From an optimization exercise on the open Yosys and OpenROAD flow, aimed at small area, a short achievable clock period and few clock cycles; shortcuts taken in it are not production practice.
No run shown here included a check of the RTL's function; only the layout flow was run.
Power figures rest on the tool's default switching activity, not on a simulated workload.

$ cat flow/config.mk
export PLATFORM = sky130hd
export DESIGN_NAME = flush_cvt
export DESIGN_NICKNAME = flush_cvt
export VERILOG_FILES = /design/flow/design.v
export SDC_FILE = /design/flow/constraint.sdc
export NUM_CORES = 4
export LEC_CHECK = 0
export CAP_MARGIN = 20
export CORE_MARGIN = 2
export CORE_UTILIZATION = 35
export PLACE_DENSITY = 0.5
export SLEW_MARGIN = 20
$ cat flow/design.v
module flush_cvt_penc #(parameter LG = 7, parameter MSB = 1) (
    input  wire [(1<<LG)-1:0] v,
    output wire [LG-1:0]      pos,
    output wire               any
);
    genvar l, i;
    generate
        for (l = 1; l <= LG; l = l + 1) begin : lv
            wire [(1<<(LG-l))-1:0]   vv;
            wire [(1<<(LG-l))*l-1:0] pp;
            for (i = 0; i < (1 << (LG - l)); i = i + 1) begin : nd
                if (l == 1) begin : leaf
                    assign vv[i] = v[2*i+1] | v[2*i];
                    assign pp[i] = MSB ? v[2*i+1] : ~v[2*i];
                end else begin : node
                    wire vh = lv[l-1].vv[2*i+1];
                    wire vl = lv[l-1].vv[2*i];
                    wire [l-2:0] ph = lv[l-1].pp[(2*i+1)*(l-1) +: (l-1)];
                    wire [l-2:0] pl = lv[l-1].pp[(2*i)*(l-1) +: (l-1)];
                    assign vv[i] = vh | vl;
                    if (MSB) begin : hi
                        assign pp[i*l +: l] = vh ? {1'b1, ph} : {1'b0, pl};
                    end else begin : lo
                        assign pp[i*l +: l] = vl ? {1'b0, pl} : {1'b1, ph};
                    end
                end
            end
        end
    endgenerate
    assign pos = lv[LG].pp;
    assign any = lv[LG].vv[0];
endmodule
module flush_cvt_fmt (
    input  wire [3:0]        fmt,
    output reg               is_int,
    output reg               known,
    output reg  [4:0]        pm1,       
    output reg  signed [7:0] emin,
    output reg  [7:0]        ebmax,     
    output reg  [2:0]        wsel       
);
    always @* begin
        is_int = 1'b0; known = 1'b1; pm1 = 5'd0; emin = 8'sd0; ebmax = 8'd0; wsel = 3'd0;
        case (fmt)
            4'h0: begin is_int = 1'b1; wsel = 3'd0; end
            4'h1: begin is_int = 1'b1; wsel = 3'd2; end
            4'h2: begin is_int = 1'b1; wsel = 3'd4; end
            4'h3: begin pm1 = 5'd3;  emin = -8'sd6;   ebmax = 8'd15;  wsel = 3'd2; end
            4'h4: begin pm1 = 5'd2;  emin = -8'sd14;  ebmax = 8'd30;  wsel = 3'd2; end
            4'h5: begin pm1 = 5'd3;  emin = 8'sd0;    ebmax = 8'd3;   wsel = 3'd1; end
            4'h6: begin pm1 = 5'd2;  emin = -8'sd2;   ebmax = 8'd7;   wsel = 3'd1; end
            4'hD: begin pm1 = 5'd10; emin = -8'sd14;  ebmax = 8'd30;  wsel = 3'd3; end
            4'hE: begin pm1 = 5'd7;  emin = -8'sd126; ebmax = 8'd254; wsel = 3'd3; end
            4'hF: begin pm1 = 5'd23; emin = -8'sd126; ebmax = 8'd254; wsel = 3'd4; end
            default: known = 1'b0;
        endcase
    end
endmodule
module flush_cvt_s1 (
    input  wire [95:0] acc,
    input  wire [7:0]  level,
    input  wire [3:0]  fmt,
    output wire [63:0] win,        
    output wire        neg,
    output wire        zero,       
    output wire        sticky,     
    output wire        hix,        
    output wire [8:0]  zexp        
);
    wire               is_int, known;
    wire [4:0]         pm1;
    wire signed [7:0]  emin;
    wire [7:0]         ebmax;
    wire [2:0]         wsel;
    flush_cvt_fmt u_fmt (.fmt(fmt), .is_int(is_int), .known(known), .pm1(pm1),
                         .emin(emin), .ebmax(ebmax), .wsel(wsel));
    assign neg = acc[95];
    wire [95:0] x = acc ^ {96{neg}};
    wire [6:0] q;
    wire       nz;
    flush_cvt_penc #(.LG(7), .MSB(1)) u_lead (.v({32'd0, x[94:0], neg}), .pos(q), .any(nz));
    assign zero = ~nz;
    wire [6:0] tz;
    flush_cvt_penc #(.LG(7), .MSB(0)) u_trail (.v({32'd0, acc}), .pos(tz), .any());
    wire signed [9:0] lvl  = {{2{level[7]}}, level};
    wire signed [9:0] qs   = {3'd0, q};
    wire signed [9:0] pms  = {5'd0, pm1};
    wire signed [9:0] ems  = {{2{emin[7]}}, emin};
    wire signed [9:0] ex     = qs + lvl - 10'sd49;
    wire              normal = (ex >= ems);
    wire signed [9:0] j_int  = 10'sd16 - lvl;
    wire signed [9:0] j_norm = qs - 10'sd33 - pms;
    wire signed [9:0] j_sub  = 10'sd16 - lvl + ems - pms;
    wire signed [9:0] j      = is_int ? j_int : (normal ? j_norm : j_sub);
    wire signed [9:0] jc     = (j < -10'sd64) ? -10'sd64 : (j > 10'sd96) ? 10'sd96 : j;
    wire [7:0]        s      = jc[7:0] + 8'd64;        
    wire [318:0] t0 = {159'd0, x, {64{neg}}};
    wire [190:0] t7 = s[7] ? t0[128 +: 191] : t0[0 +: 191];
    wire [126:0] t6 = s[6] ? t7[64 +: 127]  : t7[0 +: 127];
    wire [94:0]  t5 = s[5] ? t6[32 +: 95]   : t6[0 +: 95];
    wire [78:0]  t4 = s[4] ? t5[16 +: 79]   : t5[0 +: 79];
    wire [70:0]  t3 = s[3] ? t4[8 +: 71]    : t4[0 +: 71];
    wire [66:0]  t2 = s[2] ? t3[4 +: 67]    : t3[0 +: 67];
    wire [64:0]  t1 = s[1] ? t2[2 +: 65]    : t2[0 +: 65];
    assign win      = s[0] ? t1[1 +: 64]    : t1[0 +: 64];
    assign sticky = nz & (jc > $signed({3'd0, tz}));
    assign hix    = (ex >= 10'sd32);
    wire signed [9:0] zb = ex - ems + 10'sd1;
    assign zexp = normal ? zb[8:0] : 9'd0;
endmodule
module flush_cvt_s2 (
    input  wire [63:0] win,
    input  wire        neg,
    input  wire        zero,
    input  wire        sticky,
    input  wire        hix,
    input  wire [8:0]  zexp,
    input  wire [1:0]  tag,
    input  wire [3:0]  fmt,
    input  wire        sr,
    input  wire [31:0] rnd,
    output reg  [31:0] data,
    output reg         overflow
);
    localparam [1:0] PINF = 2'd1, NINF = 2'd2, NAN = 2'd3;
    wire               is_int, known;
    wire [4:0]         pm1;
    wire signed [7:0]  emin;
    wire [7:0]         ebmax;
    wire [2:0]         wsel;
    flush_cvt_fmt u_fmt (.fmt(fmt), .is_int(is_int), .known(known), .pm1(pm1),
                         .emin(emin), .ebmax(ebmax), .wsel(wsel));
    wire [31:0] n = win[63:32];
    wire [31:0] f = win[31:0];
    wire        c = neg & ~sticky;          
    wire [32:0] fs     = {1'b0, f} + {1'b0, rnd} + {32'd0, c};
    wire        inc_sr = fs[32];
    wire        f_lo1  = &f[30:0];
    wire        f_lo0  = ~|f[30:0];
    wire        inc_rn = c ? (f[31] | (f_lo1 & n[0]))
                           : (f[31] & (~f_lo0 | sticky | n[0]));
    wire        inc    = sr ? inc_sr : inc_rn;
    reg  [31:0] enc_pinf, enc_ninf, enc_nan, maxenc, signbit, wmask;
    reg         ovf_pinf, ovf_nan;
    always @* begin
        enc_pinf = 32'd0; enc_ninf = 32'd0; enc_nan = 32'd0; maxenc = 32'd0; signbit = 32'd0;
        ovf_pinf = 1'b1; ovf_nan = 1'b1;
        case (fmt)
            4'h0: begin enc_pinf = 32'h7; enc_ninf = 32'h8; end
            4'h1: begin enc_pinf = 32'h7F; enc_ninf = 32'h80; end
            4'h2: begin enc_pinf = 32'h7FFF_FFFF; enc_ninf = 32'h8000_0000; end
            4'h3: begin enc_pinf = 32'h7E; enc_ninf = 32'hFE; enc_nan = 32'h7F; ovf_nan = 1'b0;
                        maxenc = 32'h7E; signbit = 32'h80; end
            4'h4: begin enc_pinf = 32'h7C; enc_ninf = 32'hFC; enc_nan = 32'h7E;
                        ovf_pinf = 1'b0; ovf_nan = 1'b0; maxenc = 32'h7B; signbit = 32'h80; end
            4'h5: begin enc_pinf = 32'h1F; enc_ninf = 32'h3F; maxenc = 32'h1F; signbit = 32'h20; end
            4'h6: begin enc_pinf = 32'h1F; enc_ninf = 32'h3F; maxenc = 32'h1F; signbit = 32'h20; end
            4'hD: begin enc_pinf = 32'h7C00; enc_ninf = 32'hFC00; enc_nan = 32'h7E00;
                        ovf_pinf = 1'b0; ovf_nan = 1'b0; maxenc = 32'h7BFF; signbit = 32'h8000; end
            4'hE: begin enc_pinf = 32'h7F80; enc_ninf = 32'hFF80; enc_nan = 32'h7FC0;
                        ovf_pinf = 1'b0; ovf_nan = 1'b0; maxenc = 32'h7F7F; signbit = 32'h8000; end
            4'hF: begin enc_pinf = 32'h7F80_0000; enc_ninf = 32'hFF80_0000; enc_nan = 32'h7FC0_0000;
                        ovf_pinf = 1'b0; ovf_nan = 1'b0; maxenc = 32'h7F7F_FFFF; signbit = 32'h8000_0000; end
            default: ;
        endcase
        case (wsel)
            3'd0:    wmask = 32'h0000_000F;
            3'd1:    wmask = 32'h0000_003F;
            3'd2:    wmask = 32'h0000_00FF;
            3'd3:    wmask = 32'h0000_FFFF;
            default: wmask = 32'hFFFF_FFFF;
        endcase
    end
    wire [31:0] mmask = ~(32'hFFFF_FFFF << pm1);
    wire [31:0] mant  = n & mmask;
    wire [31:0] zenc  = ({23'd0, zexp} << pm1) | mant;
    wire        e_top = (zexp == {1'b0, ebmax});
    wire        m_one = (mant == mmask);
    wire        m_big = (fmt == 4'h3) && (mant[2:0] == 3'b111);    
    wire        m_max = (fmt == 4'h3) ? (mant[2:0] == 3'b110) : m_one;
    wire        fovf  = (zexp > {1'b0, ebmax}) | (e_top & (m_big | (m_max & inc)));
    reg  [2:0]  iw;           
    always @* begin
        case (fmt)
            4'h0:    iw = 3'b001;
            4'h1:    iw = 3'b010;
            default: iw = 3'b100;
        endcase
    end
    wire up_p  = iw[0] ? (|n[31:3])  : iw[1] ? (|n[31:7])  : n[31];    
    wire up_n  = iw[0] ? (|n[31:4])  : iw[1] ? (|n[31:8])  : 1'b0;     
    wire top_n = iw[0] ? n[3]        : iw[1] ? n[7]        : n[31];    
    wire lo1   = iw[0] ? (&n[2:0])   : iw[1] ? (&n[6:0])   : (&n[30:0]);
    wire lo0   = iw[0] ? ~(|n[2:0])  : iw[1] ? ~(|n[6:0])  : ~(|n[30:0]);
    wire iovf  = hix | (neg ? (up_n | (top_n & (~lo0 | inc)))
                            : (up_p | (lo1 & inc)));
    wire [31:0] add_a = is_int ? (n ^ {32{neg}}) : zenc;
    wire        add_c = is_int ? (inc ^ neg) : inc;
    wire [31:0] sum   = add_a + {31'd0, add_c};
    always @* begin
        data     = 32'd0;
        overflow = 1'b0;
        if (!known) begin
            data     = 32'd0;
            overflow = 1'b0;
        end else if (tag == PINF) begin
            data     = enc_pinf;
            overflow = ovf_pinf;
        end else if (tag == NINF) begin
            data     = enc_ninf;
            overflow = ovf_pinf;
        end else if (tag == NAN) begin
            data     = enc_nan;
            overflow = ovf_nan;
        end else if (zero) begin
            data     = 32'd0;
        end else if (is_int) begin
            data     = iovf ? (neg ? enc_ninf : enc_pinf) : (sum & wmask);
            overflow = iovf;
        end else begin
            data     = (fovf ? maxenc : sum) | (neg ? signbit : 32'd0);
            overflow = fovf;
        end
    end
endmodule
module flush_cvt_core (
    input  wire [95:0] acc,
    input  wire [1:0]  tag,
    input  wire [7:0]  level,
    input  wire [3:0]  fmt,
    input  wire        sr,
    input  wire [31:0] rnd,
    output wire [31:0] data,
    output wire        overflow
);
    wire [63:0] win;
    wire        neg, zero, sticky, hix;
    wire [8:0]  zexp;
    flush_cvt_s1 u_s1 (.acc(acc), .level(level), .fmt(fmt), .win(win), .neg(neg),
                       .zero(zero), .sticky(sticky), .hix(hix), .zexp(zexp));
    flush_cvt_s2 u_s2 (.win(win), .neg(neg), .zero(zero), .sticky(sticky), .hix(hix),
                       .zexp(zexp), .tag(tag), .fmt(fmt), .sr(sr), .rnd(rnd),
                       .data(data), .overflow(overflow));
endmodule
module flush_cvt (
    input  wire        clk,
    input  wire        rst,
    input  wire        in_valid,
    output wire        in_ready,
    input  wire [95:0] in_acc,
    input  wire [1:0]  in_tag,
    input  wire [7:0]  in_level,
    input  wire [3:0]  in_fmt,
    input  wire        in_sr,
    input  wire [31:0] in_rand,
    output reg         out_valid,
    output reg  [31:0] out_data,
    output reg         out_overflow
);
    assign in_ready = 1'b1;
    reg        v1;
    reg [95:0] acc1;
    reg [1:0]  tag1;
    reg [7:0]  level1;
    reg [3:0]  fmt1;
    reg        sr1;
    reg [31:0] rnd1;
    always @(posedge clk) begin
        if (rst) v1 <= 1'b0;
        else     v1 <= in_valid;
        acc1   <= in_acc;
        tag1   <= in_tag;
        level1 <= in_level;
        fmt1   <= in_fmt;
        sr1    <= in_sr;
        rnd1   <= in_rand;
    end
    wire [63:0] win;
    wire        neg, zero, sticky, hix;
    wire [8:0]  zexp;
    flush_cvt_s1 u_s1 (.acc(acc1), .level(level1), .fmt(fmt1), .win(win), .neg(neg),
                       .zero(zero), .sticky(sticky), .hix(hix), .zexp(zexp));
    reg        v2;
    reg [63:0] win2;
    reg        neg2, zero2, sticky2, hix2;
    reg [8:0]  zexp2;
    reg [1:0]  tag2;
    reg [3:0]  fmt2;
    reg        sr2;
    reg [31:0] rnd2;
    always @(posedge clk) begin
        if (rst) v2 <= 1'b0;
        else     v2 <= v1;
        win2    <= win;
        neg2    <= neg;
        zero2   <= zero;
        sticky2 <= sticky;
        hix2    <= hix;
        zexp2   <= zexp;
        tag2    <= tag1;
        fmt2    <= fmt1;
        sr2     <= sr1;
        rnd2    <= rnd1;
    end
    wire [31:0] data;
    wire        overflow;
    flush_cvt_s2 u_s2 (.win(win2), .neg(neg2), .zero(zero2), .sticky(sticky2), .hix(hix2),
                       .zexp(zexp2), .tag(tag2), .fmt(fmt2), .sr(sr2), .rnd(rnd2),
                       .data(data), .overflow(overflow));
    always @(posedge clk) begin
        if (rst) out_valid <= 1'b0;
        else     out_valid <= v2;
        out_data     <= data;
        out_overflow <= overflow;
    end
endmodule
$ cat flow/run.sh
#!/bin/bash
# synth_recipe.tcl (not shown) runs the flow's synth.tcl, then flattens the netlist and writes it again
# the make line also repeats each setting of config.mk as NAME=value (left out here)
make -C /OpenROAD-flow-scripts/flow DESIGN_CONFIG=/design/flow/config.mk WORK_HOME=/design/flow/orfs CLKGATE_MAP_FILE= SYNTH_SCRIPT=/design/flow/synth_recipe.tcl finish
$ cat flow/constraint.sdc
create_clock -name core_clock -period 34.0 [get_ports {clk}]
set_input_delay 6.8000 -clock core_clock [delete_from_list [all_inputs] [get_ports {clk}]]
set_output_delay 6.8000 -clock core_clock [all_outputs]
set_load 0.01 [all_outputs]
==> results of run 1 <==
## metrics by stage
step           hold slack, ns   util
2_1_floorplan           0.310      -
3_3_place_gp            0.310  0.382
3_5_place_dp            0.312  0.382
4_1_cts                 0.326  0.402
5_1_grt                 0.329  0.402
6_report                0.322  0.402
## power breakdown
part / total [mW] / internal (mW) / switching, mW
clock: 0.484 / 0.292 / 0.192
sequential: 0.591 / 0.474 / 0.116
combinational: 1.27 / 0.441 / 0.829
## state kept, by name, summed over array words and instances, names as in the netlist, 5 cells and up
signal,count
u_s2.enc_ninf,9
out_data,32
zexp2,9
acc1,96
win2,64
rnd2,32
u_s2.ebmax,5
u_s2.enc_pinf,9
rnd1,32
level1,8
u_s2.maxenc,5
## cell type report
class                      instances  area (µm²)
clock buffer                      57        1210
multi-input combinational       2789       18200
inverter                         130         500
tap                             1030        1290
timing repair buffer             225        2140
clock inverter                    21         312
fill                            8076       45500
sequential                       343        6870
## path summary, 6_finish.rpt
| check | slack (ns) | endpoint | cells after the start |
|---|---|---|---|
| min | 0.32 | rnd2[5] | 0 |
| max | 21.46 | win2[5] | 39 |
| min reg2reg | 0.32 | rnd2[5] | 0 |
| max reg2reg | 21.46 | win2[5] | 39 |
## kinds of logic (layout without fill, tap and decap cells)
kind of cell / after synthesis / after routing / share of synthesized area
flops: 343 / 343 / 0.255
buf+inv: 431 / 433 / 0.0689
compound gates: 1269 / 1269 / 0.320
simple gates: 1120 / 1120 / 0.198
fa+ha+maj: 117 / 117 / 0.0574
other cells: 1 / 1 / 0.000139
xor+xnor: 126 / 126 / 0.0410
mux: 156 / 156 / 0.0592
## metal layers
metal,GRT usage,share of wire
met4,0.152,0.058
met5,0,0
met2,0.443,0.44
met3,0.0431,0.077
met1,0.374,0.42
## layout by cell type, fill, tap and decap left out, types with 45 or more instances in the layout
| cell | instances |
|---|---|
| o21ai_0 | 230 |
| nand2_1 | 285 |
| mux2i_1 | 130 |
| a31oi_1 | 45 |
| inv_1 | 118 |
| nor3_1 | 108 |
| ha_1 | 105 |
| buf_4 | 46 |
| nand4_1 | 45 |
| o22ai_1 | 76 |
| clkdlybuf4s50_1 | 179 |
| a22oi_1 | 45 |
| xnor2_1 | 64 |
| nand3_1 | 123 |
| a21oi_1 | 300 |
| nor2_1 | 308 |
| xor2_1 | 62 |
| dfxtp_1 | 341 |
| a221oi_1 | 66 |
| o21ai_1 | 45 |
==> flow_summary_export.csv, run 1 <==
group,metric,value,unit
outcome,outcome,"finished clean",
drt,final_antenna_net_count,0,
pwr,power_density,76.7,mW/mm²
sta,timing.setup.tns,0,ns
place,dp.cells,4517,
clock_network,cts_buffer_depth,3,
worst_setup_path,cp_top_family,"compound AO/OA/AOI/OAI gates",
drt,post-route-drc-count,0,
sta,hold_viol,0,
worst_setup_path,cp_slowest_stage_delay,1.01,ns
place,post_dp_cell_area,0.0290,mm²
clock_network,ctsResizeCount,0,
hold_path,worstHoldStart,"rnd1[5]",
sta,max_freq,79.8,MHz
global_routing,grt_pass1_wl,172,mm
final_layout,antenna_cells,0,
floorplan,pin_count,181,
pwr,power_leakage,11.7,nW
global_routing,grt_overflow,0,
synth,syn_inst,3563,
run,maxCapViolCount,0,
drt,dr.first_iter.drc_count,3557,
drt,drt_wl_total,116,mm
worst_setup_path,worstReg2RegStart,"acc1[95]",
synth,ys_seq_elements,343,
worst_setup_path,crit_path_start,"acc1[95]",
worst_setup_path,critPathSlowestCell,"dfxtp_4",
clock_network,path_clk_slew,0.06,ns
drt,viasPerCell,6.21,
synth,ys.warnings.count,3,
sta,fin_crit_sh,0.369,
sta,slew_headroom,0.259,
place,numPortBuffers,179,
hold_path,worst_hold_path_type,"reg -> reg",
synth,synth_top_area_share,0.255,
worst_setup_path,crit_required,34.43,ns
clock_network,cts_setup_buffers,0,
global_routing,grt_usage,0.283,
clock_network,cts-htree-levels,2,
worst_setup_path,worstPathArrival,12.97,ns
final_layout,fin_nets,3793,
clock_network,cts.hold.buffers_added,0,
clock_network,cts_buffers,42,
clock_network,clock_latency,0.62,ns
final_layout,fin_cells,4595,
synth,synth.distinct_cells,113,
pwr,ir_drop,0.0000399,V
synth,synth.top_cells.by_area,"dfxtp_1 26%, a21oi_1 5.6%, ha_1 4.9%",
final_layout,syn_to_final_growth,13.5,%
synth,yosys.area.top_type,"dfxtp_1",
sta,rsz0062_at_grt,"no",
worst_setup_path,endpoint_kind,"flop",
sta,worst_slack,21.46,ns
worst_setup_path,path_max_fanout,89,
final_layout,design_area,0.0306,mm²
clock_network,cts_tree,"done",
global_routing,grt_pass1_vias,26586,
synth,yosysMostFrequentCell,"dfxtp_1",
clock_network,clock-root-buffer,"clkbuf_16",
pwr,p_total,2.34,mW
sta,final.setup_skew,0.0475,ns
global_routing,grt_max_degree,90,
place,gp_congestion,0.991,
floorplan,start_util,0.354,
drt,via_count,28522,
sta,final-setup-viol-count,0,
worst_setup_path,crit_buf_inv,8,
drt,wire_per_inst,25.2,µm
sta,worst_pin_slew,1.11,ns
place,dp_slack,21.86,ns
final_layout,drive_above_1_share,0.0623,
synth,synth_edf_count,0,
floorplan,fp.dieH,281,µm
synth,synth_common_cells,"343 x dfxtp_1, 308 x nor2_1, 301 x a21oi_1",
floorplan,die_w,281,µm
floorplan,num_rows,101,
synth,ys_seq_area_frac,0.255,
global_routing,antenna_found_initial,1,
sta,slew_viol_final,0,
worst_setup_path,worst_setup_path_start_kind,"flop",
synth,ys_async_sr_fraction,0,
drt,dr.pass1.iters,7,
place,place_hpwl,87.0,mm
synth,syn_area_per_cell,7.55,µm²
sta,post-route-min-period,12.54,ns
synth,syn-num-nets,3825,
synth,syn_area,0.0269,mm²
floorplan,core_area,0.0761,mm²
worst_setup_path,path_class,"reg -> reg",
clock_network,cts_num_sinks,343,
synth,synth-main-ff-cell,"dfxtp_1",
floorplan,die_area,0.0791,mm²
==> inputs of run 2 (changes only) <==
==> flow/config.mk (replaced) <==
export PLATFORM = sky130hd
export DESIGN_NAME = flush_cvt
export DESIGN_NICKNAME = flush_cvt
export VERILOG_FILES = /design/flow/design.v
export SDC_FILE = /design/flow/constraint.sdc
export NUM_CORES = 4
export LEC_CHECK = 0
export CAP_MARGIN = 40
export CORE_MARGIN = 2
export CORE_UTILIZATION = 55
export PLACE_DENSITY = 0.7
export SLEW_MARGIN = 60
==> run 2 against run 1 <==
Hold slack improved by 0.0030 ns. Via count increased by 6.7%. Flip-flop and latch count unchanged. Critical path depth increased by 6. Design area decreased by 0.63%. Global-route usage increased by 15 points. Combinational power increased by 5%. Fmax increased by 5.1%. Total power decreased by 0.61%. Synthesized cell count unchanged. Clock skew decreased by 0.012 ns. Still clean.
==> flow_summary_export.csv, run 2 <==
group,metric,value,unit
clock_network,cts_buffer_depth,3,
synth,yosysMostFrequentCell,"dfxtp_1",
floorplan,pin_count,181,
hold_path,min_path_cells,0,
hold_path,worst_hold_path_type,"reg -> reg",
final_layout,fin_cells,4182,
clock_network,cts_buffers,36,
place,dp_slack,22.59,ns
place,place_hpwl,85.5,mm
clock_network,cts_setup_buffers,0,
worst_setup_path,worst_setup_path_start_kind,"flop",
synth,synth_edf_count,0,
clock_network,clock_latency,0.59,ns
synth,ys_async_sr_fraction,0,
floorplan,core_area,0.0486,mm²
sta,final.setup_skew,0.0352,ns
pwr,p_total,2.33,mW
synth,ys_seq_elements,343,
sta,hold_ws,0.325,ns
pwr,power_leakage,11.8,nW
synth,synth-main-ff-cell,"dfxtp_1",
synth,ys_seq_area_frac,0.255,
global_routing,grt_usage,0.437,
sta,rsz0062_at_grt,"no",
synth,yosys.area.top_type,"dfxtp_1",
sta,hold_viol,0,
synth,ys.warnings.count,3,
worst_setup_path,endpoint_kind,"flop",
drt,wire_per_inst,27.4,µm
final_layout,fin_nets,3797,
final_layout,reg_top3,"acc1 (96), win2 (64)",
worst_setup_path,rrSetupSlack,22.07,ns
drt,drt_wl_total,115,mm
worst_setup_path,worstReg2RegStart,"acc1[95]",
floorplan,die_w,225,µm
clock_network,cts_tree,"done",
pwr,ir_drop,0.0000445,V
pwr,power_density,76.7,mW/mm²
worst_setup_path,crit_top_cell,"a21oi_1",
synth,syn_area,0.0269,mm²
sta,fin_crit_sh,0.351,
place,dp.cells,4115,
worst_setup_path,path_max_fanout,42,
hold_path,worstHoldStart,"tag1[0]",
worst_setup_path,path_class,"reg -> reg",
global_routing,grt_pass1_vias,28109,
worst_setup_path,rr_worst_depth,45,
clock_network,path_clk_slew,0.06,ns
worst_setup_path,worstPathArrival,12.37,ns
clock_network,cts.hold.buffers_added,0,
worst_setup_path,r2r_end,"win2[10]",
synth,synth.top_cells.by_area,"dfxtp_1 26%, a21oi_1 5.6%, ha_1 4.9%",
final_layout,drive_above_1_share,0.0854,
sta,max_freq,83.8,MHz
drt,via_count,30432,
sta,slew_viol_final,0,
synth,synth.distinct_cells,113,
synth,syn_area_per_cell,7.55,µm²
sta,post-route-min-period,11.93,ns
floorplan,num_rows,81,
clock_network,ctsResizeCount,0,
outcome,outcome,"finished clean",
synth,syn-num-nets,3825,
sta,worst_pin_slew,0.709,ns
final_layout,final_common_cell,"dfxtp_1",
drt,final_antenna_net_count,0,
final_layout,fin_util,0.624,
global_routing,grt_pass1_wl,170,mm
floorplan,start_util,0.553,
drt,dr.pass1.iters,9,
worst_setup_path,crit_buf_inv,12,
global_routing,antenna_found_initial,4,
final_layout,largest_reg_flops,96,
final_layout,design_area,0.0304,mm²
floorplan,die_area,0.0507,mm²
clock_network,cts-htree-levels,2,
sta,slew_headroom,0.522,
drt,dr.first_iter.drc_count,4719,
clock_network,clock-root-buffer,"clkbuf_16",
synth,syn_inst,3563,
worst_setup_path,crit_required,34.44,ns
clock_network,cts_num_sinks,343,
final_layout,syn_to_final_growth,12.8,%
place,gp_congestion,1.10,
sta,final-setup-viol-count,0,
worst_setup_path,critPathSlowestCell,"or4_2",
place,post_dp_cell_area,0.0289,mm²
worst_setup_path,cp_top_family,"compound AO/OA/AOI/OAI gates",
floorplan,fp.dieH,225,µm
global_routing,grt_max_degree,82,
global_routing,grt_overflow,0,
final_layout,layout_common_cells,"319 x dfxtp_1, 295 x nor2_1, 294 x a21oi_1, 285 x nand2_1, 216 x o21ai_0",
synth,synth_top_area_share,0.255,
drt,post-route-drc-count,0,
final_layout,top_register,"acc1",
worst_setup_path,cp_slowest_stage_delay,0.85,ns
run,maxCapViolCount,0,
synth,synth_common_cells,"343 x dfxtp_1, 308 x nor2_1, 301 x a21oi_1",
place,numPortBuffers,179,
hold_path,whs_endpoint,"tag2[0]",
sta,timing.setup.tns,0,ns
drt,viasPerCell,7.28,
sta,worst_slack,22.07,ns
## run 2: worst max path at each step
stage	start	endpoint	slack, ns	cells past startpoint
CTS	acc1[95]	win2[1]	22.56	42
global route	acc1[95]	win2[10]	21.73	45
detailed placement	acc1[95]	win2[1]	22.59	42
finish	acc1[95]	win2[10]	22.07	45
floorplan	acc1[95]	sticky2	24.15	50
global placement	acc1[95]	win2[5]	22.02	39
## run 2: per-layer routing
metal / vias up / GRT usage / part of all wire / wire length, µm
li1: 13270 / - / - / -
met1: 14127 / 0.548 / 0.37 / 43000
met2: 2454 / 0.657 / 0.42 / 48300
met3: 577 / 0.109 / 0.12 / 13900
met4: 4 / 0.308 / 0.083 / 9480
met5: - / 0 / 0.00044 / 50
## run 2: cells by family after synthesis
kind of cell / Yosys count / share of synthesized area
other: 1 / 0.000139
buffers and inverters: 431 / 0.0689
multiplexers: 156 / 0.0592
flip-flops: 343 / 0.255
AND/OR/NAND/NOR: 1120 / 0.198
adder cells (fa/ha/maj): 117 / 0.0574
AO/OA/AOI/OAI: 1269 / 0.320
XOR/XNOR: 126 / 0.0410
## run 2: where the power goes
| group | internal, mW | total, mW | switching, mW |
|---|---|---|---|
| Combinational | 0.460 | 1.33 | 0.872 |
| Clock | 0.234 | 0.406 | 0.172 |
| Sequential | 0.475 | 0.592 | 0.117 |
## run 2: layout make-up
type,count,area [µm²]
multi-input cells,2789,18700
fillers,4320,18300
flip-flops and latches,343,6900
repair buffers,235,2300
clock buffers,47,1000
well taps,622,778
inverters,130,509
clock inverters,14,214
diodes,2,5.00
==> inputs of run 3 (changes only) <==
--- a/flow/design.v
+++ b/flow/design.v
@@ -56,6 +56,60 @@
         endcase
     end
 endmodule
+module flush_cvt_cout (
+    input  wire [31:0] a,
+    input  wire [31:0] b,
+    input  wire        ci,
+    output wire        co
+);
+    wire [31:0] g0 = (a & b) | {31'd0, (a[0] | b[0]) & ci};
+    wire [31:0] p0 = a | b;
+    genvar l, i;
+    generate
+        for (l = 1; l <= 5; l = l + 1) begin : lv
+            wire [(32>>l)-1:0] g, p;
+            for (i = 0; i < (32 >> l); i = i + 1) begin : nd
+                if (l == 1) begin : leaf
+                    assign g[i] = g0[2*i+1] | (p0[2*i+1] & g0[2*i]);
+                    assign p[i] = p0[2*i+1] & p0[2*i];
+                end else begin : node
+                    assign g[i] = lv[l-1].g[2*i+1] | (lv[l-1].p[2*i+1] & lv[l-1].g[2*i]);
+                    assign p[i] = lv[l-1].p[2*i+1] & lv[l-1].p[2*i];
+                end
+            end
+        end
+    endgenerate
+    assign co = lv[5].g[0];
+endmodule
+module flush_cvt_inc (
+    input  wire [31:0] a,
+    input  wire        ci,
+    output wire [31:0] s
+);
+    wire [32:0] t0 = {a, ci};            
+    genvar l, i;
+    generate
+        for (l = 0; l < 6; l = l + 1) begin : lv
+            wire [32:0] pa;              
+            for (i = 0; i < 33; i = i + 1) begin : nd
+                if (l == 0) begin : first
+                    if (i % 2 == 1) begin : odd
+                        assign pa[i] = t0[i] & t0[i-1];
+                    end else begin : even
+                        assign pa[i] = t0[i];
+                    end
+                end else begin : rest
+                    if ((i >> l) % 2 == 1) begin : hi
+                        assign pa[i] = lv[l-1].pa[i] & lv[l-1].pa[((i >> l) << l) - 1];
+                    end else begin : keep
+                        assign pa[i] = lv[l-1].pa[i];
+                    end
+                end
+            end
+        end
+    endgenerate
+    assign s = a ^ lv[5].pa[31:0];
+endmodule
 module flush_cvt_s1 (
     input  wire [95:0] acc,
     input  wire [7:0]  level,
@@ -75,10 +129,10 @@
     flush_cvt_fmt u_fmt (.fmt(fmt), .is_int(is_int), .known(known), .pm1(pm1),
                          .emin(emin), .ebmax(ebmax), .wsel(wsel));
     assign neg = acc[95];
-    wire [95:0] x = acc ^ {96{neg}};
     wire [6:0] q;
     wire       nz;
-    flush_cvt_penc #(.LG(7), .MSB(1)) u_lead (.v({32'd0, x[94:0], neg}), .pos(q), .any(nz));
+    wire [95:0] dv = {acc[95:1] ^ acc[94:0], acc[0]};
+    flush_cvt_penc #(.LG(7), .MSB(1)) u_lead (.v({32'd0, dv}), .pos(q), .any(nz));
     assign zero = ~nz;
     wire [6:0] tz;
     flush_cvt_penc #(.LG(7), .MSB(0)) u_trail (.v({32'd0, acc}), .pos(tz), .any());
@@ -86,15 +140,16 @@
     wire signed [9:0] qs   = {3'd0, q};
     wire signed [9:0] pms  = {5'd0, pm1};
     wire signed [9:0] ems  = {{2{emin[7]}}, emin};
-    wire signed [9:0] ex     = qs + lvl - 10'sd49;
-    wire              normal = (ex >= ems);
-    wire signed [9:0] j_int  = 10'sd16 - lvl;
-    wire signed [9:0] j_norm = qs - 10'sd33 - pms;
-    wire signed [9:0] j_sub  = 10'sd16 - lvl + ems - pms;
-    wire signed [9:0] j      = is_int ? j_int : (normal ? j_norm : j_sub);
-    wire signed [9:0] jc     = (j < -10'sd64) ? -10'sd64 : (j > 10'sd96) ? 10'sd96 : j;
-    wire [7:0]        s      = jc[7:0] + 8'd64;        
-    wire [318:0] t0 = {159'd0, x, {64{neg}}};
+    wire signed [9:0] nthr   = 10'sd49 + ems - lvl;
+    wire              normal = (qs >= nthr);
+    wire signed [9:0] s_int  = 10'sd80 - lvl;
+    wire signed [9:0] s_sub  = 10'sd80 - lvl + ems - pms;
+    wire signed [9:0] s_ls   = is_int ? s_int : s_sub;
+    wire [7:0]        s_lc   = (s_ls < 10'sd0) ? 8'd0 : (s_ls > 10'sd160) ? 8'd160 : s_ls[7:0];
+    wire [7:0]        k_fmt  = 8'd31 - {3'd0, pm1};
+    wire [7:0]        s_nrm  = {1'b0, q} + k_fmt;
+    wire [7:0]        s      = (is_int | ~normal) ? s_lc : s_nrm;
+    wire [318:0] t0 = {{159{neg}}, acc, 64'd0};
     wire [190:0] t7 = s[7] ? t0[128 +: 191] : t0[0 +: 191];
     wire [126:0] t6 = s[6] ? t7[64 +: 127]  : t7[0 +: 127];
     wire [94:0]  t5 = s[5] ? t6[32 +: 95]   : t6[0 +: 95];
@@ -103,9 +158,9 @@
     wire [66:0]  t2 = s[2] ? t3[4 +: 67]    : t3[0 +: 67];
     wire [64:0]  t1 = s[1] ? t2[2 +: 65]    : t2[0 +: 65];
     assign win      = s[0] ? t1[1 +: 64]    : t1[0 +: 64];
-    assign sticky = nz & (jc > $signed({3'd0, tz}));
-    assign hix    = (ex >= 10'sd32);
-    wire signed [9:0] zb = ex - ems + 10'sd1;
+    assign sticky = nz & (s > ({1'b0, tz} + 8'd64));
+    assign hix    = (qs + lvl >= 10'sd81);
+    wire signed [9:0] zb = qs + lvl - 10'sd48 - ems;
     assign zexp = normal ? zb[8:0] : 9'd0;
 endmodule
 module flush_cvt_s2 (
@@ -130,11 +185,12 @@
     wire [2:0]         wsel;
     flush_cvt_fmt u_fmt (.fmt(fmt), .is_int(is_int), .known(known), .pm1(pm1),
                          .emin(emin), .ebmax(ebmax), .wsel(wsel));
-    wire [31:0] n = win[63:32];
-    wire [31:0] f = win[31:0];
+    wire [63:0] xw = win ^ {64{neg}};       
+    wire [31:0] n = xw[63:32];
+    wire [31:0] f = xw[31:0];
     wire        c = neg & ~sticky;          
-    wire [32:0] fs     = {1'b0, f} + {1'b0, rnd} + {32'd0, c};
-    wire        inc_sr = fs[32];
+    wire        inc_sr;
+    flush_cvt_cout u_cout (.a(f), .b(rnd), .ci(c), .co(inc_sr));
     wire        f_lo1  = &f[30:0];
     wire        f_lo0  = ~|f[30:0];
     wire        inc_rn = c ? (f[31] | (f_lo1 & n[0]))
@@ -194,9 +250,10 @@
     wire lo0   = iw[0] ? ~(|n[2:0])  : iw[1] ? ~(|n[6:0])  : ~(|n[30:0]);
     wire iovf  = hix | (neg ? (up_n | (top_n & (~lo0 | inc)))
                             : (up_p | (lo1 & inc)));
-    wire [31:0] add_a = is_int ? (n ^ {32{neg}}) : zenc;
+    wire [31:0] add_a = is_int ? win[63:32] : zenc;
     wire        add_c = is_int ? (inc ^ neg) : inc;
-    wire [31:0] sum   = add_a + {31'd0, add_c};
+    wire [31:0] sum;
+    flush_cvt_inc u_inc (.a(add_a), .ci(add_c), .s(sum));
     always @* begin
         data     = 32'd0;
         overflow = 1'b0;
==> flow/flow/run.sh (new file) <==
#!/bin/bash
# Standard layout, unchanged.
bash standard.sh > standard.log 2>&1
==> flow/standard.sh (new file) <==
#!/bin/bash
# synth_recipe.tcl (not shown) runs the flow's synth.tcl, then flattens the netlist and writes it again
# the make line also repeats each setting of config.mk as NAME=value (left out here)
make -C /OpenROAD-flow-scripts/flow DESIGN_CONFIG=/design/flow/config.mk WORK_HOME=/design/flow/orfs CLKGATE_MAP_FILE= SYNTH_SCRIPT=/design/flow/synth_recipe.tcl "${@:-finish}"
==> flow/config.mk (replaced) <==
export PLATFORM = sky130hd
export DESIGN_NAME = flush_cvt
export DESIGN_NICKNAME = flush_cvt
export VERILOG_FILES = /design/flow/design.v
export SDC_FILE = /design/flow/constraint.sdc
export NUM_CORES = 4
export LEC_CHECK = 0
export CAP_MARGIN = 20
export CORE_MARGIN = 2
export CORE_UTILIZATION = 35
export PLACE_DENSITY = 0.5
export SLEW_MARGIN = 20
removed: flow/run.sh
==> run 3 against run 2 <==
Still clean. First-iteration DRC count fell by 23%. Utilization fell by 22 points. Non-clock buffer count rose by 6. Sequential share of layout area fell by 1.6 points. Fmax rose by 14%. Final cell count rose by 16%. Design area rose by 7.1%. Worst setup slack improved by 1.4 ns. Flip-flop and latch count did not move. Clock skew fell by 0.0015 ns. Count of clock-buffer cells in the layout rose by 14. Total power rose by 25%. Critical path type unchanged. Critical endpoint is now win2[36]. Largest power group unchanged.
==> flow_summary_export.csv, run 3 <==
group,metric,value,unit
drt,final_antenna_net_count,0,
floorplan,die_area,0.0834,mm²
final_layout,layout_common_cells,"340 x dfxtp_1, 301 x nor2_1, 294 x nand2_1, 253 x inv_1, 226 x o21ai_0",
final_layout,design_area,0.0325,mm²
clock_network,cts_buffer_depth,3,
synth,synthMuxAreaShare,0.0762,
synth,synth_compound_area_frac,0.321,
pwr,cellInternalPower,1.38,mW
final_layout,top_register,"acc1",
synth,synth.top_cells.by_area,"dfxtp_1 24%, ha_1 5.9%, mux2i_1 5.6%",
global_routing,grt_max_degree,93,
place,place_hpwl,111,mm
global_routing,grt_usage,0.336,
run,maxCapViolCount,0,
synth,synth_top_family_by_area,"compound AO/OA/AOI/OAI gates",
floorplan,fp.dieH,289,µm
pwr,ir_drop,0.0000378,V
synth,synth_common_cells,"343 x dfxtp_1, 302 x nor2_1, 294 x nand2_1",
synth,syn_inst,3686,
hold_path,worst_hold_path_type,"reg -> reg",
clock_network,ctsResizeCount,0,
global_routing,antenna_found_initial,2,
sta,final-setup-viol-count,0,
worst_setup_path,crit_required,34.45,ns
place,dp_slack,24.08,ns
sta,hold_viol,0,
drt,viasPerCell,6.37,
floorplan,die_w,289,µm
synth,synth-main-ff-cell,"dfxtp_1",
sta,fin_crit_sh,0.308,
final_layout,drive_above_1_share,0.0741,
synth,syn_area,0.0284,mm²
global_routing,grt_pass1_vias,29306,
synth,synth_edf_count,0,
pwr,seqPwrFrac,0.213,
pwr,clkPwrFrac,0.168,
synth,synth_top_area_share,0.242,
sta,post-route-min-period,10.48,ns
final_layout,fin_nets,4032,
place,post_dp_cell_area,0.0310,mm²
drt,via_count,30824,
final_layout,fin_cells,4840,
drt,dr.first_iter.drc_count,3646,
sta,timing.setup.tns,0,ns
floorplan,start_util,0.353,
synth,yosysMostFrequentCell,"dfxtp_1",
global_routing,grt_pass1_wl,207,mm
synth,synth_adder_area_share,0.0665,
synth,ys_seq_elements,343,
synth,synth.distinct_cells,116,
worst_setup_path,endpoint_kind,"flop",
pwr,swShare,0.528,
drt,post-route-drc-count,0,
worst_setup_path,worstPathArrival,10.93,ns
sta,max_freq,95.4,MHz
drt,dr.pass1.iters,9,
worst_setup_path,path_max_fanout,64,
final_layout,largest_reg_flops,96,
drt,wire_per_inst,29.7,µm
clock_network,cts_tree,"done",
worst_setup_path,worst_setup_path_start_kind,"flop",
sta,slew_headroom,0.200,
sta,slew_viol_final,0,
outcome,outcome,"finished clean",
synth,yosys.area_share.simple,0.187,
worst_setup_path,path_class,"reg -> reg",
sta,final.setup_skew,0.0337,ns
clock_network,path_clk_slew,0.06,ns
pwr,combPwrFrac,0.618,
floorplan,core_area,0.0804,mm²
synth,ys.warnings.count,3,
global_routing,grt_overflow,0,
clock_network,cts_num_sinks,343,
clock_network,clock_latency,0.63,ns
pwr,switching_power,1.54,mW
floorplan,num_rows,104,
place,dp.cells,4755,
clock_network,clock-root-buffer,"clkbuf_16",
synth,syn_area_per_cell,7.70,µm²
sta,hold_ws,0.325,ns
synth,ys_seq_area_frac,0.242,
final_layout,syn_to_final_growth,14.6,%
sta,worst_slack,23.52,ns
synth,ys_async_sr_fraction,0,
synth,yosys.area.top_type,"dfxtp_1",
place,numPortBuffers,179,
drt,drt_wl_total,144,mm
floorplan,pin_count,181,
clock_network,cts_buffers,44,
pwr,power_leakage,13.1,nW
clock_network,cts_setup_buffers,0,
clock_network,cts-htree-levels,2,
sta,rsz0062_at_grt,"no",
synth,syn-num-nets,3975,
final_layout,reg_top3,"acc1 (96), win2 (64)",
final_layout,final_common_cell,"dfxtp_1",
pwr,power_density,89.6,mW/mm²
clock_network,cts.hold.buffers_added,0,
synth,synth_xor_area_frac,0.0351,
sta,worst_pin_slew,1.20,ns
place,gp_congestion,1.05,
-- run 3: routing by layer --
metal | share of wire | vias up | track usage
li1 | - | 13943 | -
met1 | 0.40 | 14556 | 0.427
met2 | 0.43 | 1863 | 0.521
met3 | 0.087 | 462 | 0.0588
met4 | 0.083 | 0 | 0.224
met5 | 0 | - | 0
-- run 3: critical path: stages, from the launching register on --
cell	delay, ns
dfxtp_1	0.31
buf_4	0.36
clkinv_1	0.80
ha_1	0.64
nor4b_1	0.52
nand4_1	0.28
a211oi_4	0.69
o21ai_0	0.46
nand3_1	0.38
ha_1	0.23
o21ai_0	0.07
o21ai_0	0.17
a21oi_1	0.13
or4_1	0.62
a2bb2oi_2	0.70
a21oi_4	0.02
buf_4	0.34
inv_2	0.10
buf_4	0.66
mux2i_1	1.00
a211oi_1	0.34
mux2_2	0.39
nor2_1	0.11
o22ai_1	0.14
a222oi_1	0.57
mux2i_1	0.14
-- run 3: cells by family after synthesis --
logic type / after synthesis
xor gates and xnor gates: 113
buffers and inverters: 493
AOI/OAI and AO/OA: 1293
DFF: 343
other: 1
and+or+nand+nor: 1094
muxes: 203
adders and majority gates: 146
-- run 3: stage by stage --
stage / utilization / power, mW
floorplan: - / 1.70
global placement: 0.385 / 2.36
detailed placement: 0.385 / 2.34
CTS: 0.404 / 2.84
global route: 0.404 / 3.03
finish: 0.404 / 2.91
-- run 3: final cells by class --
cell class | instances | area [µm²]
fillers | 8446 | 47900
multi-input cells | 2850 | 19500
flip-flops and latches | 343 | 6870
repair buffers | 241 | 2270
well taps | 1060 | 1330
clock buffers | 61 | 1280
inverters | 263 | 990
clock inverters | 19 | 246
diodes | 3 | 7.51
-- run 3: power groups by stage --
stage,sequential [mW],clock (mW),combinational [mW]
after global routing,0.626,0.521,1.88
final,0.621,0.491,1.80
after floorplan,0.537,0,1.16
after CTS,0.614,0.505,1.72
after detailed placement,0.623,0,1.71
after global placement,0.625,0,1.73
-- run 3: path summary, 6_finish.rpt --
path,start,to,slack [ns],depth (start not counted)
max,acc1[95],win2[36],23.52,25
min,rnd1[5],rnd2[5],0.32,0
max reg2reg,acc1[95],win2[36],23.52,25
min reg2reg,rnd1[5],rnd2[5],0.32,0
==> inputs of run 4 (changes only) <==
--- a/flow/design.v
+++ b/flow/design.v
@@ -134,20 +134,21 @@
     wire [95:0] dv = {acc[95:1] ^ acc[94:0], acc[0]};
     flush_cvt_penc #(.LG(7), .MSB(1)) u_lead (.v({32'd0, dv}), .pos(q), .any(nz));
     assign zero = ~nz;
-    wire [6:0] tz;
-    flush_cvt_penc #(.LG(7), .MSB(0)) u_trail (.v({32'd0, acc}), .pos(tz), .any());
     wire signed [9:0] lvl  = {{2{level[7]}}, level};
-    wire signed [9:0] qs   = {3'd0, q};
     wire signed [9:0] pms  = {5'd0, pm1};
     wire signed [9:0] ems  = {{2{emin[7]}}, emin};
     wire signed [9:0] nthr   = 10'sd49 + ems - lvl;
-    wire              normal = (qs >= nthr);
-    wire signed [9:0] s_int  = 10'sd80 - lvl;
-    wire signed [9:0] s_sub  = 10'sd80 - lvl + ems - pms;
-    wire signed [9:0] s_ls   = is_int ? s_int : s_sub;
+    wire              nt_le0 = nthr[9] | (nthr == 10'sd0);
+    wire              nt_big = ~nthr[9] & (nthr > 10'sd127);
+    wire              normal = nt_le0 | (~nt_big & (q >= nthr[6:0]));
+    wire signed [9:0] hthr   = 10'sd81 - lvl;
+    wire              ht_le0 = hthr[9] | (hthr == 10'sd0);
+    wire              ht_big = ~hthr[9] & (hthr > 10'sd127);
+    assign hix = ht_le0 | (~ht_big & (q >= hthr[6:0]));
+    wire signed [9:0] s_ls   = is_int ? (10'sd80 - lvl) : (10'sd80 - lvl + ems - pms);
     wire [7:0]        s_lc   = (s_ls < 10'sd0) ? 8'd0 : (s_ls > 10'sd160) ? 8'd160 : s_ls[7:0];
-    wire [7:0]        k_fmt  = 8'd31 - {3'd0, pm1};
-    wire [7:0]        s_nrm  = {1'b0, q} + k_fmt;
+    wire [6:0]        k_fmt  = 7'd31 - {2'd0, pm1};
+    wire [7:0]        s_nrm  = {1'b0, q} + {1'b0, k_fmt};
     wire [7:0]        s      = (is_int | ~normal) ? s_lc : s_nrm;
     wire [318:0] t0 = {{159{neg}}, acc, 64'd0};
     wire [190:0] t7 = s[7] ? t0[128 +: 191] : t0[0 +: 191];
@@ -158,9 +159,17 @@
     wire [66:0]  t2 = s[2] ? t3[4 +: 67]    : t3[0 +: 67];
     wire [64:0]  t1 = s[1] ? t2[2 +: 65]    : t2[0 +: 65];
     assign win      = s[0] ? t1[1 +: 64]    : t1[0 +: 64];
-    assign sticky = nz & (s > ({1'b0, tz} + 8'd64));
-    assign hix    = (qs + lvl >= 10'sd81);
-    wire signed [9:0] zb = qs + lvl - 10'sd48 - ems;
+    wire d7 = s[7] & (|acc[63:0]);
+    wire d6 = s[6] & (|t7[63:0]);
+    wire d5 = s[5] & (|t6[31:0]);
+    wire d4 = s[4] & (|t5[15:0]);
+    wire d3 = s[3] & (|t4[7:0]);
+    wire d2 = s[2] & (|t3[3:0]);
+    wire d1 = s[1] & (|t2[1:0]);
+    wire d0 = s[0] & t1[0];
+    assign sticky = d7 | d6 | d5 | d4 | d3 | d2 | d1 | d0;
+    wire signed [9:0] zoff = lvl - 10'sd48 - ems;
+    wire signed [9:0] zb   = {3'd0, q} + zoff;
     assign zexp = normal ? zb[8:0] : 9'd0;
 endmodule
 module flush_cvt_s2 (
==> flow/run.sh (new file) <==
#!/bin/bash
# synth_recipe.tcl (not shown) runs the flow's synth.tcl, then flattens the netlist and writes it again
# the make line also repeats each setting of config.mk as NAME=value (left out here)
make -C /OpenROAD-flow-scripts/flow DESIGN_CONFIG=/design/flow/config.mk WORK_HOME=/design/flow/orfs CLKGATE_MAP_FILE= SYNTH_SCRIPT=/design/flow/synth_recipe.tcl finish
removed: flow/flow/run.sh
removed: flow/standard.sh
==> run 4 against run 3 <==
Still clean on timing, DRC and antenna. Final cell count down 7.0%. Wire length down 11%. Non-clock buffer count down 13. Synthesized cell count down 6.5%. Register-to-register slack better by 1.3 ns. Clock power down 9.2%. Area after synthesis down 4.6%. Global-route usage down 2.2 points. Fmax up 14%. Clock skew up 0.0070 ns. Count of clock-buffer cells in the layout down 9. Die area down 4.6%. Critical path type unchanged. Highest routed layer is now met5.
==> flow_summary_export.csv, run 4 <==
group,metric,value,unit
drt,final_antenna_net_count,0,
synth,synth_compound_area_frac,0.339,
synth,synth_top_area_share,0.254,
drt,viasPerCell,6.41,
floorplan,die_w,282,µm
clock_network,clock-root-buffer,"clkbuf_16",
outcome,outcome,"finished clean",
worst_setup_path,r2r_end,"win2[62]",
sta,timing.setup.tns,0,ns
final_layout,syn_to_final_growth,13.4,%
final_layout,drive_above_1_share,0.0783,
clock_network,cts_setup_buffers,0,
worst_setup_path,worstReg2RegStart,"acc1[36]",
global_routing,antenna_found_initial,2,
final_layout,final_common_cell,"dfxtp_1",
pwr,power_leakage,12.0,nW
synth,synth.distinct_cells,124,
sta,post-route-min-period,9.21,ns
final_layout,top_register,"acc1",
drt,drt_wl_total,128,mm
sta,slew_headroom,0.240,
worst_setup_path,worst_setup_path_start_kind,"flop",
synth,ys_seq_area_frac,0.254,
sta,rsz0062_at_grt,"no",
synth,synth_common_cells,"343 x dfxtp_1, 273 x o21ai_0, 262 x a21oi_1",
worst_setup_path,worstPathArrival,9.69,ns
clock_network,path_clk_slew,0.06,ns
synth,yosys.area_share.simple,0.166,
synth,syn_area_per_cell,7.85,µm²
sta,fin_crit_sh,0.271,
clock_network,cts_num_sinks,343,
synth,ys_seq_elements,343,
global_routing,grt_max_degree,70,
sta,worst_pin_slew,1.14,ns
run,maxCapViolCount,0,
synth,synth_edf_count,0,
hold_path,worst_hold_path_type,"reg -> reg",
sta,final.setup_skew,0.0407,ns
sta,slew_viol_final,0,
worst_setup_path,path_max_fanout,49,
worst_setup_path,path_class,"reg -> reg",
synth,synthMuxAreaShare,0.0687,
drt,dr.first_iter.drc_count,3486,
final_layout,largest_reg_flops,96,
clock_network,cts-htree-levels,2,
global_routing,grt_usage,0.314,
final_layout,fin_nets,3721,
synth,synth.top_cells.by_area,"dfxtp_1 25%, ha_1 5.4%, o21ai_0 5.0%",
hold_path,min_path_cells,0,
drt,via_count,28879,
synth,syn_area,0.0271,mm²
hold_path,whs_endpoint,"tag2[1]",
drt,dr.pass1.iters,5,
clock_network,clock_latency,0.60,ns
sta,final-setup-viol-count,0,
final_layout,fin_util,0.403,
worst_setup_path,crit_required,34.47,ns
final_layout,reg_top3,"acc1 (96), win2 (64)",
final_layout,layout_common_cells,"340 x dfxtp_1, 271 x o21ai_0, 261 x a21oi_1, 239 x nand2_1, 211 x nor2_1",
clock_network,cts_buffers,41,
synth,yosysMostFrequentCell,"dfxtp_1",
global_routing,grt_overflow,0,
floorplan,pin_count,181,
place,place_hpwl,97.3,mm
pwr,power_density,90.9,mW/mm²
clock_network,cts.hold.buffers_added,0,
worst_setup_path,crit_path_start,"acc1[36]",
synth,syn_inst,3447,
place,gp_congestion,1.03,
clock_network,cts_buffer_depth,3,
worst_setup_path,path_cells,"inv_1 -> ha_1 -> nor4_1 -> nand4_1 -> o211ai_4 -> a31oi_1 -> nor4_1 -> inv_1 -> ha_1 -> a21o_1 -> a31o_1 -> a221o_1 -> a311o_1 -> o221a_2 -> nand2_2 -> buf_4 -> nand2_1 -> buf_4 -> or3_1 -> a31oi_1 -> o221ai_1 -> a221oi_2 -> a21oi_1 -> mux2_2",
worst_setup_path,rr_worst_depth,24,
synth,yosys.area.top_type,"dfxtp_1",
floorplan,num_rows,101,
global_routing,grt_pass1_wl,187,mm
floorplan,die_area,0.0796,mm²
synth,syn-num-nets,3724,
synth,synth_top_family_by_area,"compound AO/OA/AOI/OAI gates",
worst_setup_path,cp_slowest_stage_delay,0.75,ns
synth,ys.warnings.count,3,
synth,synth-main-ff-cell,"dfxtp_1",
synth,synth_adder_area_share,0.0655,
clock_network,ctsResizeCount,0,
worst_setup_path,endpoint_kind,"flop",
floorplan,start_util,0.355,
sta,max_freq,109,MHz
place,numPortBuffers,179,
final_layout,antenna_cells,0,
floorplan,core_area,0.0762,mm²
drt,post-route-drc-count,0,
drt,wire_per_inst,28.5,µm
worst_setup_path,critPathSlowestCell,"dfxtp_1",
global_routing,grt_pass1_vias,27255,
synth,ys_async_sr_fraction,0,
floorplan,fp.dieH,282,µm
worst_setup_path,rrSetupSlack,24.79,ns
sta,hold_ws,0.325,ns
clock_network,cts_tree,"done",
hold_path,worstHoldStart,"tag1[1]",
pwr,ir_drop,0.0000381,V
sta,hold_viol,0,
synth,synth_xor_area_frac,0.0317,
-- run 4: where the power goes --
part	internal [mW]	total, mW	switching (mW)
Sequential	0.476	0.607	0.131
Combinational	0.606	1.74	1.13
Clock	0.261	0.446	0.186
Total	1.34	2.79	1.45
-- run 4: worst max-delay path, delay by kind of cell (launching register included) --
family / cells / cell delay, ns
AOI/OAI and AO/OA: 11 / 3.26
and+or+nand+nor: 6 / 2.62
buffers and inverters: 4 / 1.38
DFF: 1 / 0.75
adders and majority gates: 2 / 0.73
muxes: 1 / 0.29
-- run 4: metrics by stage --
step / setup slack (ns) / area (µm²) / power, mW / std cells
after global placement: 25.22 / 29300 / 2.28 / 4431
after global routing: 24.61 / 30700 / 2.93 / 4502
after detailed placement: 25.13 / 29300 / 2.28 / 4431
after CTS: 25.10 / 30700 / 2.74 / 4502
after floorplan: 26.50 / 27100 / 1.71 / 3447
final: 24.79 / 30700 / 2.79 / 4502
-- run 4: routing by layer --
metal,share of wire,GRT usage
met1,0.43,0.425
met3,0.079,0.0515
met4,0.055,0.156
met5,0.00010,0
met2,0.44,0.483
-- run 4: cell families (layout without fill, tap and decap cells) --
kind of cell | Yosys count | in the layout
buf+inv | 481 | 506
fa+ha+maj | 134 | 134
flops | 343 | 343
compound gates | 1327 | 1327
simple gates | 900 | 900
xor+xnor | 97 | 97
other cells | 1 | 1
mux | 164 | 164
-- run 4: how the worst max path moves through the flow --
stage | cells past startpoint | end
after global placement | 25 | win2[62]
after global routing | 24 | win2[53]
final | 24 | win2[62]
after CTS | 24 | win2[62]
after detailed placement | 24 | win2[62]
after floorplan | 3 | u_s1.ebmax[1]
-- run 4: cell type report --
class	instances	area, µm²
timing repair buffer	228	2160
clock buffer	52	1140
fill	7809	45500
clock inverter	19	216
tap	1030	1290
multi-input combinational	2623	18200
sequential	343	6870
inverter	207	777
==> inputs of run 5 (changes only) <==
==> flow/flow/run.sh (new file) <==
#!/bin/bash
# Standard layout, with timing repair aiming for slack above the given margin.
set -euo pipefail
bash standard.sh finish SETUP_SLACK_MARGIN=25.5 > make.log 2>&1
==> flow/standard.sh (new file) <==
#!/bin/bash
# synth_recipe.tcl (not shown) runs the flow's synth.tcl, then flattens the netlist and writes it again
# the make line also repeats each setting of config.mk as NAME=value (left out here)
make -C /OpenROAD-flow-scripts/flow DESIGN_CONFIG=/design/flow/config.mk WORK_HOME=/design/flow/orfs CLKGATE_MAP_FILE= SYNTH_SCRIPT=/design/flow/synth_recipe.tcl "${@:-finish}"
removed: flow/run.sh
==> run 5 against run 4 <==
Utilization rose by 0.19 points. Largest cell class unchanged. Final cell count barely moved. Global-route usage barely moved. Sequential share of layout area fell by 0.099 points. Largest power group unchanged.
==> flow_summary_export.csv, run 5 <==
group,metric,value,unit
synth,syn_area,0.0271,mm²
synth,syn_inst,3447,
synth,syn-num-nets,3724,
drt,via_count,28891,
global_routing,grt_usage,0.314,
synth,yosysMostFrequentCell,"dfxtp_1",
drt,post-route-drc-count,0,
clock_network,cts_buffer_depth,3,
synth,synth_common_cells,"343 x dfxtp_1, 273 x o21ai_0, 262 x a21oi_1",
hold_path,worst_hold_path_type,"reg -> reg",
worst_setup_path,worstPathArrival,1.44,ns
floorplan,start_util,0.355,
hold_path,worstHoldStart,"tag1[1]",
floorplan,fp.dieH,282,µm
sta,hold_viol,0,
final_layout,layout_common_cells,"339 x dfxtp_1, 269 x o21ai_0, 261 x a21oi_1, 238 x nand2_1, 211 x nor2_1",
worst_setup_path,crit_required,27.20,ns
floorplan,core_area,0.0762,mm²
synth,synth_top_area_share,0.254,
synth,ys_async_sr_fraction,0,
final_layout,final_common_cell,"dfxtp_1",
floorplan,die_w,282,µm
floorplan,die_area,0.0796,mm²
synth,synth-main-ff-cell,"dfxtp_1",
sta,max_freq,121,MHz
drt,wire_per_inst,28.6,µm
final_layout,fin_util,0.405,
worst_setup_path,cp_slowest_stage_delay,0.53,ns
final_layout,multi_input_area,0.0183,mm²
final_layout,design_area,0.0308,mm²
clock_network,cts_num_sinks,343,
worst_setup_path,endpoint_kind,"output pin",
floorplan,num_rows,101,
global_routing,grt_overflow,0,
global_routing,antenna_found_initial,2,
drt,dr.first_iter.drc_count,3467,
worst_setup_path,path_class,"reg -> out",
final_layout,reg_top3,"acc1 (96), win2 (64)",
sta,slew_viol_final,0,
drt,routed.top_layer,"met5",
final_layout,drive_above_1_share,0.0818,
clock_network,cts-htree-levels,2,
sta,timing.setup.tns,0,ns
outcome,outcome,"finished clean",
final_layout,largest_reg_flops,96,
sta,rsz0062_at_grt,"no",
global_routing,grt_pass1_wl,188,mm
drt,met1Wirelength,55.2,mm
drt,met3_length,10.6,mm
synth,syn_area_per_cell,7.85,µm²
pwr,power_leakage,12.0,nW
place,post_dp_cell_area,0.0293,mm²
floorplan,pin_count,181,
global_routing,grt_max_degree,70,
clock_network,cts_tree,"done",
hold_path,min_path_cells,0,
clock_network,clock-root-buffer,"clkbuf_16",
sta,post-route-min-period,8.24,ns
synth,synth.distinct_cells,124,
worst_setup_path,path_cells,"clkdlybuf4s50_1",
pwr,ir_drop,0.0000380,V
worst_setup_path,path_max_fanout,1,
hold_path,whs_endpoint,"tag2[1]",
worst_setup_path,worst_setup_path_start_kind,"flop",
worst_setup_path,crit_buf_inv,1,
worst_setup_path,critPathSlowestCell,"clkdlybuf4s50_1",
worst_setup_path,rrSetupSlack,25.81,ns
worst_setup_path,rr_worst_depth,24,
synth,synth_edf_count,0,
run,maxCapViolCount,0,
synth,ys_seq_elements,343,
worst_setup_path,r2r_end,"win2[53]",
final_layout,fin_nets,3723,
place,place_hpwl,97.3,mm
final_layout,regArea,0.00687,mm²
synth,yosys.area.top_type,"dfxtp_1",
sta,fin_crit_sh,0.242,
synth,ys_seq_area_frac,0.254,
drt,met2_length,55.9,mm
place,numPortBuffers,179,
drt,final_antenna_net_count,0,
drt,dr.pass1.iters,8,
sta,slew_headroom,0.250,
clock_network,clock_latency,0.60,ns
final_layout,antenna_cells,0,
global_routing,grt_pass1_vias,27271,
pwr,power_density,90.8,mW/mm²
drt,drt_wl_total,129,mm
final_layout,nFillCells,7789,
drt,viasPerCell,6.41,
synth,synth.top_cells.by_area,"dfxtp_1 25%, ha_1 5.4%, o21ai_0 5.0%",
final_layout,syn_to_final_growth,13.9,%
worst_setup_path,cp_top_family,"buffers and inverters",
final_layout,top_register,"acc1",
worst_setup_path,worstReg2RegStart,"acc1[91]",
synth,ys.warnings.count,3,
sta,final.setup_skew,0.0356,ns
clock_network,path_clk_slew,0.06,ns
place,gp_congestion,1.03,
clock_network,cts_buffers,41,
sta,final-setup-viol-count,0,
sta,worst_pin_slew,1.12,ns
run 5: worst max path at each step:
stage                       startpoint             to  depth (start not counted)
after global routing          acc1[43]       win2[53]                         25
after global placement        acc1[95]       win2[62]                         25
after floorplan              in_fmt[0]  u_s1.ebmax[1]                          3
final                     out_data[30]   out_data[30]                          1
after detailed placement      acc1[36]       win2[62]                         24
after CTS                     acc1[43]       win2[62]                         25
run 5: routing by layer:
metal,up-vias,global-route usage
li1,13022,-
met1,14014,0.425
met2,1550,0.482
met3,303,0.0524
met4,2,0.156
met5,-,0
run 5: logic make-up after synthesis:
logic type / Yosys count / synth area share
adder cells (fa/ha/maj): 134 / 0.0655
AND/OR/NAND/NOR: 900 / 0.166
other: 1 / 0.000139
multiplexers: 164 / 0.0687
AO/OA/AOI/OAI: 1327 / 0.339
XOR/XNOR: 97 / 0.0317
buffers and inverters: 481 / 0.0759
flip-flops: 343 / 0.254
run 5: cell type report:
class                      instances  area share
sequential                       343       0.223
timing repair buffer             229      0.0713
multi-input combinational       2624       0.595
inverter                         207      0.0252
clock buffer                      52      0.0369
clock inverter                    19     0.00702
tap                             1030      0.0418
run 5: stage by stage:
step | power (mW) | setup WS, ns | hold slack [ns] | instances
4_1_cts | 2.74 | 25.55 | 0.327 | 4502
6_report | 2.80 | 25.76 | 0.325 | 4504
5_1_grt | 2.94 | 25.48 | 0.331 | 4504
3_5_place_dp | 2.28 | 25.13 | 0.312 | 4431
3_3_place_gp | 2.28 | 25.22 | 0.311 | 4431
2_1_floorplan | 1.71 | 26.50 | 0.310 | 3447
run 5: power by group:
group          internal (mW)  switching (mW)  total (mW)
Sequential             0.476           0.131       0.607
Clock                  0.261           0.185       0.446
Combinational          0.611            1.14        1.75
run 5: timing repair:
action / in CTS / in global routing
setup endpoints to repair: 62 / 65
buffers inserted: 0 / 1
gates resized for setup: 8 / 20
gates cloned: 0 / 1
hold buffers: 0 / 0
endpoints found under the hold margin: 0 / 0
pin swaps: 0 / 3

[static timing again, ports no longer ideal]
The flow's constraints put no driver on any port. The routed layouts listed below were extracted and timed again, unchanged, in two steps.
Step 1: set_driving_cell puts a clkbuf_16 on clk and a buf_2 on each other input, an assumption about the parent block.
Step 2 times the ports against the registers' clock, not the clock port: input delays grow and output delays shrink by t, the midpoint of the rising clock arrivals with the driver on.
Three values: no drivers, after step 1, after step 2; two values: the first two.
run | shift t [ns] | setup WS [ns] | worst register clock-pin slew, ns
run 1 | 0.672 | 21.464 / 21.464 / 21.464 | 0.07 / 0.07
run 2 | 0.639 | 22.068 / 22.068 / 22.068 | 0.08 / 0.08
run 3 | 0.674 | 23.518 / 23.518 / 23.518 | 0.07 / 0.07
run 4 | 0.651 | 24.785 / 24.785 / 24.785 | 0.07 / 0.07
run 5 | 0.654 | 25.763 / 25.691 / 25.812 | 0.07 / 0.07
After both steps every run listed still meets setup and hold.
